What follows belongs to an exercise in optimizing a design on an open flow for small area, a short achievable clock period and few clock cycles per item; a production flow would make more cautious choices. RTL that was checked went through simulation tests only; none was proved equivalent to the original.

==> inputs of indigo <==
Design loop_frame, start of the top module:
module loop_frame (
    input  wire        clk,
    input  wire        rst,
    input  wire        cmd_valid,
    output wire        cmd_ready,
    input  wire [1:0]  cmd_op,
    input  wire [5:0]  cmd_addr,
    input  wire [31:0] cmd_data,
    input  wire [31:0] in_y,
    input  wire [31:0] in_r,
    input  wire [31:0] in_x1,
    input  wire [31:0] in_x2,
    input  wire [31:0] in_x3,
    output reg         out_valid,
    output reg  [31:0] out_value,
    output reg  [1:0]  out_lim,
    output reg  [11:0] out_flags
);
==> flow/config.mk <==
export PLATFORM = sky130hd
export DESIGN_NAME = loop_frame
export DESIGN_NICKNAME = loop_frame
export VERILOG_FILES = /design/flow/design.v
export SDC_FILE = /design/flow/constraint.sdc
export NUM_CORES = 8
export LEC_CHECK = 0
export ABC_AREA = 1
export CAP_MARGIN = 20
export CORE_MARGIN = 2
export CORE_UTILIZATION = 40
export SLEW_MARGIN = 20
export TNS_END_PERCENT = 0
==> flow/constraint.sdc <==
create_clock -name core_clock -period 32.0 [get_ports {clk}]
set_input_delay 6.4000 -clock core_clock [delete_from_list [all_inputs] [get_ports {clk}]]
set_output_delay 6.4000 -clock core_clock [all_outputs]
set_load 0.01 [all_outputs]
standard.sh (not shown) runs the stock make flow with config.mk's settings and CLKGATE_MAP_FILE= SYNTH_SCRIPT=/design/flow/synth_recipe.tcl, a recipe that flattens the netlist after the stock synthesis.
==> flow/flow/run.sh <==
#!/bin/bash
# Layout flow: the standard ORFS flow (standard.sh), with repair_timing aimed
# at a setup slack margin so that the critical paths are sized for a short period.
# The clock period and all constraints stay the design's. Each make/tool output
# goes to its own log in this folder (ORFS also keeps its per-step logs under orfs/logs).
set -euo pipefail
MARGIN=24
bash standard.sh SETUP_SLACK_MARGIN=$MARGIN synth > flow_synth.log 2>&1
bash standard.sh SETUP_SLACK_MARGIN=$MARGIN floorplan > flow_floorplan.log 2>&1
bash standard.sh SETUP_SLACK_MARGIN=$MARGIN place > flow_place.log 2>&1
bash standard.sh SETUP_SLACK_MARGIN=$MARGIN cts > flow_cts.log 2>&1
bash standard.sh SETUP_SLACK_MARGIN=$MARGIN route > flow_route.log 2>&1
bash standard.sh SETUP_SLACK_MARGIN=$MARGIN finish > flow_finish.log 2>&1
==> amber: changes against indigo <==
==> flow/flow/run.sh (replaced) <==
#!/bin/bash
# Layout flow: the standard ORFS flow (standard.sh), with repair_timing aimed
# at a setup slack margin so that the critical paths are sized for a short period.
# The clock period and all constraints stay the design's. Each make/tool output
# goes to its own log in this folder (ORFS also keeps its per-step logs under orfs/logs).
set -euo pipefail
MARGIN=24
bash standard.sh SYNTH_ARGS=-noabc SETUP_SLACK_MARGIN=$MARGIN synth > flow_synth.log 2>&1
bash standard.sh SETUP_SLACK_MARGIN=$MARGIN floorplan > flow_floorplan.log 2>&1
bash standard.sh SETUP_SLACK_MARGIN=$MARGIN place > flow_place.log 2>&1
bash standard.sh SETUP_SLACK_MARGIN=$MARGIN cts > flow_cts.log 2>&1
bash standard.sh SETUP_SLACK_MARGIN=$MARGIN route > flow_route.log 2>&1
bash standard.sh SETUP_SLACK_MARGIN=$MARGIN finish > flow_finish.log 2>&1
==> pepper: changes against indigo <==
--- a/flow/design.v
+++ b/flow/design.v
@@ -265,34 +265,29 @@
     wire [32:0] st_mi    = sx33(p_dr) - sx33(step_q);
     wire        sel_dr   = p_dr[31] | st_mi[32];
     wire        sel_nd   = ~p_dr[31] & st_pl[32];
     wire [31:0] step_c   = sel_dr ? p_dr : (sel_nd ? ~p_dr : step_q);
     wire [32:0] rs_full;
     lf_add33 a_rs (.a(sx33(st_rs)), .b(sx33(step_c)), .ci(sel_nd), .s(rs_full));
     wire [31:0] e_pa     = p_rev ? y_q : st_rs;
     wire [31:0] e_pb     = p_rev ? st_rs : y_q;
-    wire [32:0] e_full, ed_new;
-    lf_add33 a_e (.a(sx33(e_pa)), .b(~sx33(e_pb)), .ci(1'b1), .s(e_full));
+    wire [32:0] e_full   = sx33(e_pa) - sx33(e_pb);
     wire [31:0] e_new    = sat33(e_full);
-    lf_add33 a_ed (.a(sx33(e_new)), .b(~sx33(st_eprev)), .ci(1'b1), .s(ed_new));
+    wire [32:0] ed_new   = sx33(e_new) - sx33(st_eprev);
     wire [31:0] dr_new   = sat33(dr_full);
     wire        gi_pos   = ~gi_q[31] & (|gi_q[30:0]);
     wire        i_cond   = ~((out_lim == 2'b01) & gi_pos) & ~((out_lim == 2'b11) & gi_q[31]);
-    wire [32:0] s1_full, pd;
-    wire [33:0] s2_full;
-    lf_add33 a_s1 (.a(sx33(pA ? t_q : st_i)), .b(sx33(pA ? ~f_q : gi_q)), .ci(pA), .s(s1_full));
-    wire [32:0] i_full   = s1_full;
-    wire [32:0] pu_full  = s1_full;
+    wire [32:0] i_full   = sx33(st_i) + sx33(gi_q);
     wire [31:0] i_new    = i_cond ? sat33(i_full) : st_i;
+    wire [32:0] pd       = sx33(p_q) + sx33(d_q);
+    wire [33:0] u_full   = {pd[32], pd} + sx34(i_new);
+    wire [32:0] pu_full  = sx33(t_q) - sx33(f_q);
     wire [31:0] pu       = sat33(pu_full);
-    lf_add33 a_pd (.a(sx33(p_q)), .b(sx33(d_q)), .ci(1'b0), .s(pd));
-    lf_add34 a_s2 (.a({pd[32], pd}), .b(sx34(pA ? ~pu : i_new)), .ci(1'b0), .s(s2_full));
-    wire [33:0] u_full   = s2_full;
-    wire [33:0] pi_full  = ~s2_full;
+    wire [33:0] pi_full  = sx34(pu) - {pd[32], pd};
     wire [31:0] u_new    = pA ? pu : sat34(u_full);
     reg  [32:0] h1_q, l1_q;
     reg  [31:0] bmin_q, prev_q;
     wire [32:0] lo_q, hi_q;
     lf_add33 a_lo (.a(sx33(prev_q)), .b(~sx33(p_du)), .ci(1'b1), .s(lo_q));
     lf_add33 a_hi (.a(sx33(prev_q)), .b(sx33(p_du)), .ci(1'b0), .s(hi_q));
     always @(posedge clk) begin
         if (sl[1]) prev_q <= pA ? t_q : out_value;
@@ -4151,139 +4146,8 @@
     wire bg56 = g[28] | (p[28] & bg35);
     wire bp56 = p[28] & bp35;
     wire bg57 = g[30] | (p[30] & bg42);
     wire bp57 = p[30] & bp42;
     wire bg58 = g[32] | (p[32] & bg31);
     wire bp58 = p[32] & bp31;
     assign s = {p[32] ^ bg31, p[31] ^ bg57, p[30] ^ bg42, p[29] ^ bg56, p[28] ^ bg35, p[27] ^ bg55, p[26] ^ bg41, p[25] ^ bg54, p[24] ^ bg32, p[23] ^ bg53, p[22] ^ bg40, p[21] ^ bg52, p[20] ^ bg34, p[19] ^ bg51, p[18] ^ bg39, p[17] ^ bg50, p[16] ^ bg29, p[15] ^ bg49, p[14] ^ bg38, p[13] ^ bg48, p[12] ^ bg33, p[11] ^ bg47, p[10] ^ bg37, p[9] ^ bg46, p[8] ^ bg25, p[7] ^ bg45, p[6] ^ bg36, p[5] ^ bg44, p[4] ^ bg17, p[3] ^ bg43, p[2] ^ bg1, p[1] ^ g0, p[0] ^ ci};
 endmodule
-module lf_add34 (
-    input  wire [33:0] a,
-    input  wire [33:0] b,
-    input  wire        ci,
-    output wire [33:0] s
-);
-    wire [33:0] p = a ^ b;
-    wire [33:0] g = a & b;
-    wire g0 = g[0] | (p[0] & ci);
-    wire bg1 = g[1] | (p[1] & g0);
-    wire bp1 = p[1] & p[0];
-    wire bg2 = g[3] | (p[3] & g[2]);
-    wire bp2 = p[3] & p[2];
-    wire bg3 = g[5] | (p[5] & g[4]);
-    wire bp3 = p[5] & p[4];
-    wire bg4 = g[7] | (p[7] & g[6]);
-    wire bp4 = p[7] & p[6];
-    wire bg5 = g[9] | (p[9] & g[8]);
-    wire bp5 = p[9] & p[8];
-    wire bg6 = g[11] | (p[11] & g[10]);
-    wire bp6 = p[11] & p[10];
-    wire bg7 = g[13] | (p[13] & g[12]);
-    wire bp7 = p[13] & p[12];
-    wire bg8 = g[15] | (p[15] & g[14]);
-    wire bp8 = p[15] & p[14];
-    wire bg9 = g[17] | (p[17] & g[16]);
-    wire bp9 = p[17] & p[16];
-    wire bg10 = g[19] | (p[19] & g[18]);
-    wire bp10 = p[19] & p[18];
-    wire bg11 = g[21] | (p[21] & g[20]);
-    wire bp11 = p[21] & p[20];
-    wire bg12 = g[23] | (p[23] & g[22]);
-    wire bp12 = p[23] & p[22];
-    wire bg13 = g[25] | (p[25] & g[24]);
-    wire bp13 = p[25] & p[24];
-    wire bg14 = g[27] | (p[27] & g[26]);
-    wire bp14 = p[27] & p[26];
-    wire bg15 = g[29] | (p[29] & g[28]);
-    wire bp15 = p[29] & p[28];
-    wire bg16 = g[31] | (p[31] & g[30]);
-    wire bp16 = p[31] & p[30];
-    wire bg17 = g[33] | (p[33] & g[32]);
-    wire bp17 = p[33] & p[32];
-    wire bg18 = bg2 | (bp2 & bg1);
-    wire bp18 = bp2 & bp1;
-    wire bg19 = bg4 | (bp4 & bg3);
-    wire bp19 = bp4 & bp3;
-    wire bg20 = bg6 | (bp6 & bg5);
-    wire bp20 = bp6 & bp5;
-    wire bg21 = bg8 | (bp8 & bg7);
-    wire bp21 = bp8 & bp7;
-    wire bg22 = bg10 | (bp10 & bg9);
-    wire bp22 = bp10 & bp9;
-    wire bg23 = bg12 | (bp12 & bg11);
-    wire bp23 = bp12 & bp11;
-    wire bg24 = bg14 | (bp14 & bg13);
-    wire bp24 = bp14 & bp13;
-    wire bg25 = bg16 | (bp16 & bg15);
-    wire bp25 = bp16 & bp15;
-    wire bg26 = bg19 | (bp19 & bg18);
-    wire bp26 = bp19 & bp18;
-    wire bg27 = bg21 | (bp21 & bg20);
-    wire bp27 = bp21 & bp20;
-    wire bg28 = bg23 | (bp23 & bg22);
-    wire bp28 = bp23 & bp22;
-    wire bg29 = bg25 | (bp25 & bg24);
-    wire bp29 = bp25 & bp24;
-    wire bg30 = bg27 | (bp27 & bg26);
-    wire bp30 = bp27 & bp26;
-    wire bg31 = bg29 | (bp29 & bg28);
-    wire bp31 = bp29 & bp28;
-    wire bg32 = bg31 | (bp31 & bg30);
-    wire bp32 = bp31 & bp30;
-    wire bg33 = bg28 | (bp28 & bg30);
-    wire bp33 = bp28 & bp30;
-    wire bg34 = bg20 | (bp20 & bg26);
-    wire bp34 = bp20 & bp26;
-    wire bg35 = bg22 | (bp22 & bg30);
-    wire bp35 = bp22 & bp30;
-    wire bg36 = bg24 | (bp24 & bg33);
-    wire bp36 = bp24 & bp33;
-    wire bg37 = bg3 | (bp3 & bg18);
-    wire bp37 = bp3 & bp18;
-    wire bg38 = bg5 | (bp5 & bg26);
-    wire bp38 = bp5 & bp26;
-    wire bg39 = bg7 | (bp7 & bg34);
-    wire bp39 = bp7 & bp34;
-    wire bg40 = bg9 | (bp9 & bg30);
-    wire bp40 = bp9 & bp30;
-    wire bg41 = bg11 | (bp11 & bg35);
-    wire bp41 = bp11 & bp35;
-    wire bg42 = bg13 | (bp13 & bg33);
-    wire bp42 = bp13 & bp33;
-    wire bg43 = bg15 | (bp15 & bg36);
-    wire bp43 = bp15 & bp36;
-    wire bg44 = bg17 | (bp17 & bg32);
-    wire bp44 = bp17 & bp32;
-    wire bg45 = g[2] | (p[2] & bg1);
-    wire bp45 = p[2] & bp1;
-    wire bg46 = g[4] | (p[4] & bg18);
-    wire bp46 = p[4] & bp18;
-    wire bg47 = g[6] | (p[6] & bg37);
-    wire bp47 = p[6] & bp37;
-    wire bg48 = g[8] | (p[8] & bg26);
-    wire bp48 = p[8] & bp26;
-    wire bg49 = g[10] | (p[10] & bg38);
-    wire bp49 = p[10] & bp38;
-    wire bg50 = g[12] | (p[12] & bg34);
-    wire bp50 = p[12] & bp34;
-    wire bg51 = g[14] | (p[14] & bg39);
-    wire bp51 = p[14] & bp39;
-    wire bg52 = g[16] | (p[16] & bg30);
-    wire bp52 = p[16] & bp30;
-    wire bg53 = g[18] | (p[18] & bg40);
-    wire bp53 = p[18] & bp40;
-    wire bg54 = g[20] | (p[20] & bg35);
-    wire bp54 = p[20] & bp35;
-    wire bg55 = g[22] | (p[22] & bg41);
-    wire bp55 = p[22] & bp41;
-    wire bg56 = g[24] | (p[24] & bg33);
-    wire bp56 = p[24] & bp33;
-    wire bg57 = g[26] | (p[26] & bg42);
-    wire bp57 = p[26] & bp42;
-    wire bg58 = g[28] | (p[28] & bg36);
-    wire bp58 = p[28] & bp36;
-    wire bg59 = g[30] | (p[30] & bg43);
-    wire bp59 = p[30] & bp43;
-    wire bg60 = g[32] | (p[32] & bg32);
-    wire bp60 = p[32] & bp32;
-    assign s = {p[33] ^ bg60, p[32] ^ bg32, p[31] ^ bg59, p[30] ^ bg43, p[29] ^ bg58, p[28] ^ bg36, p[27] ^ bg57, p[26] ^ bg42, p[25] ^ bg56, p[24] ^ bg33, p[23] ^ bg55, p[22] ^ bg41, p[21] ^ bg54, p[20] ^ bg35, p[19] ^ bg53, p[18] ^ bg40, p[17] ^ bg52, p[16] ^ bg30, p[15] ^ bg51, p[14] ^ bg39, p[13] ^ bg50, p[12] ^ bg34, p[11] ^ bg49, p[10] ^ bg38, p[9] ^ bg48, p[8] ^ bg26, p[7] ^ bg47, p[6] ^ bg37, p[5] ^ bg46, p[4] ^ bg18, p[3] ^ bg45, p[2] ^ bg1, p[1] ^ g0, p[0] ^ ci};
-endmodule
==> flow/flow/run.sh (replaced) <==
#!/bin/bash
# Layout flow: the standard ORFS flow (standard.sh), with repair_timing aimed
# at a setup slack margin so that the critical paths are sized for a short period.
# The clock period and all constraints stay the design's. Each make/tool output
# goes to its own log in this folder (ORFS also keeps its per-step logs under orfs/logs).
set -euo pipefail
MARGIN=24
bash standard.sh SYNTH_ARGS=-noabc SETUP_SLACK_MARGIN=$MARGIN synth > flow_synth.log 2>&1
bash standard.sh SETUP_SLACK_MARGIN=$MARGIN floorplan > flow_floorplan.log 2>&1
bash standard.sh SETUP_SLACK_MARGIN=$MARGIN place > flow_place.log 2>&1
bash standard.sh SETUP_SLACK_MARGIN=$MARGIN cts > flow_cts.log 2>&1
bash standard.sh SETUP_SLACK_MARGIN=$MARGIN route > flow_route.log 2>&1
bash standard.sh SETUP_SLACK_MARGIN=$MARGIN finish > flow_finish.log 2>&1
==> summary of the runs <==
- pepper completed with no timing, DRC or antenna violations. indigo finished clean. amber finished with timing, DRC and antenna clean.
- Setup slack, lowest first: indigo, amber, pepper.
- Synthesized cell count: amber < indigo < pepper.
- The lowest die area belongs to amber, the highest to pepper.
- Wire length: pepper is larger than amber (about 4.4%).
- Critical path depth: indigo > amber > pepper.
Testbench counts of pepper, summed over its fixed seeds: cycles 11,312, frames 1,600.
The RTL of indigo and amber was laid out without a check of its function.

## afterwards: timing with drivers on the ports
In the flow no input, the clock included, has a driving cell. The finished layouts below were timed again as built, in two steps.
Step 1 assumes that a clkbuf_16 drives the clock port and a buf_2 every other input.
Step 2 adds t to the input delays and takes it off the output delays; t is the mean of the earliest and latest rising clock arrival at the registers after step 1. Input paths then give back, and output paths get back, about the clock's delay inside the block.
Three values: ideal, step 1, step 2; two values: the first two.
run | shift t [ns] | slack for setup (ns) | worst hold slack (ns) | worst data-port slew with drivers (ns)
indigo | 1.147 | 22.409 / 22.409 / 21.503 | 0.287 / 0.287 / 0.287 | 0.11
amber | 1.167 | 22.843 / 22.843 / 21.722 | 0.275 / 0.275 / 0.275 | 0.21
pepper | 1.163 | 23.616 / 23.616 / 22.606 | 0.274 / 0.274 / 0.274 | 0.15
After both steps every run listed still meets setup and hold. The setup slack of amber, which loses most, moves by 0.000 ns with the drivers and by -1.121 ns with both steps.
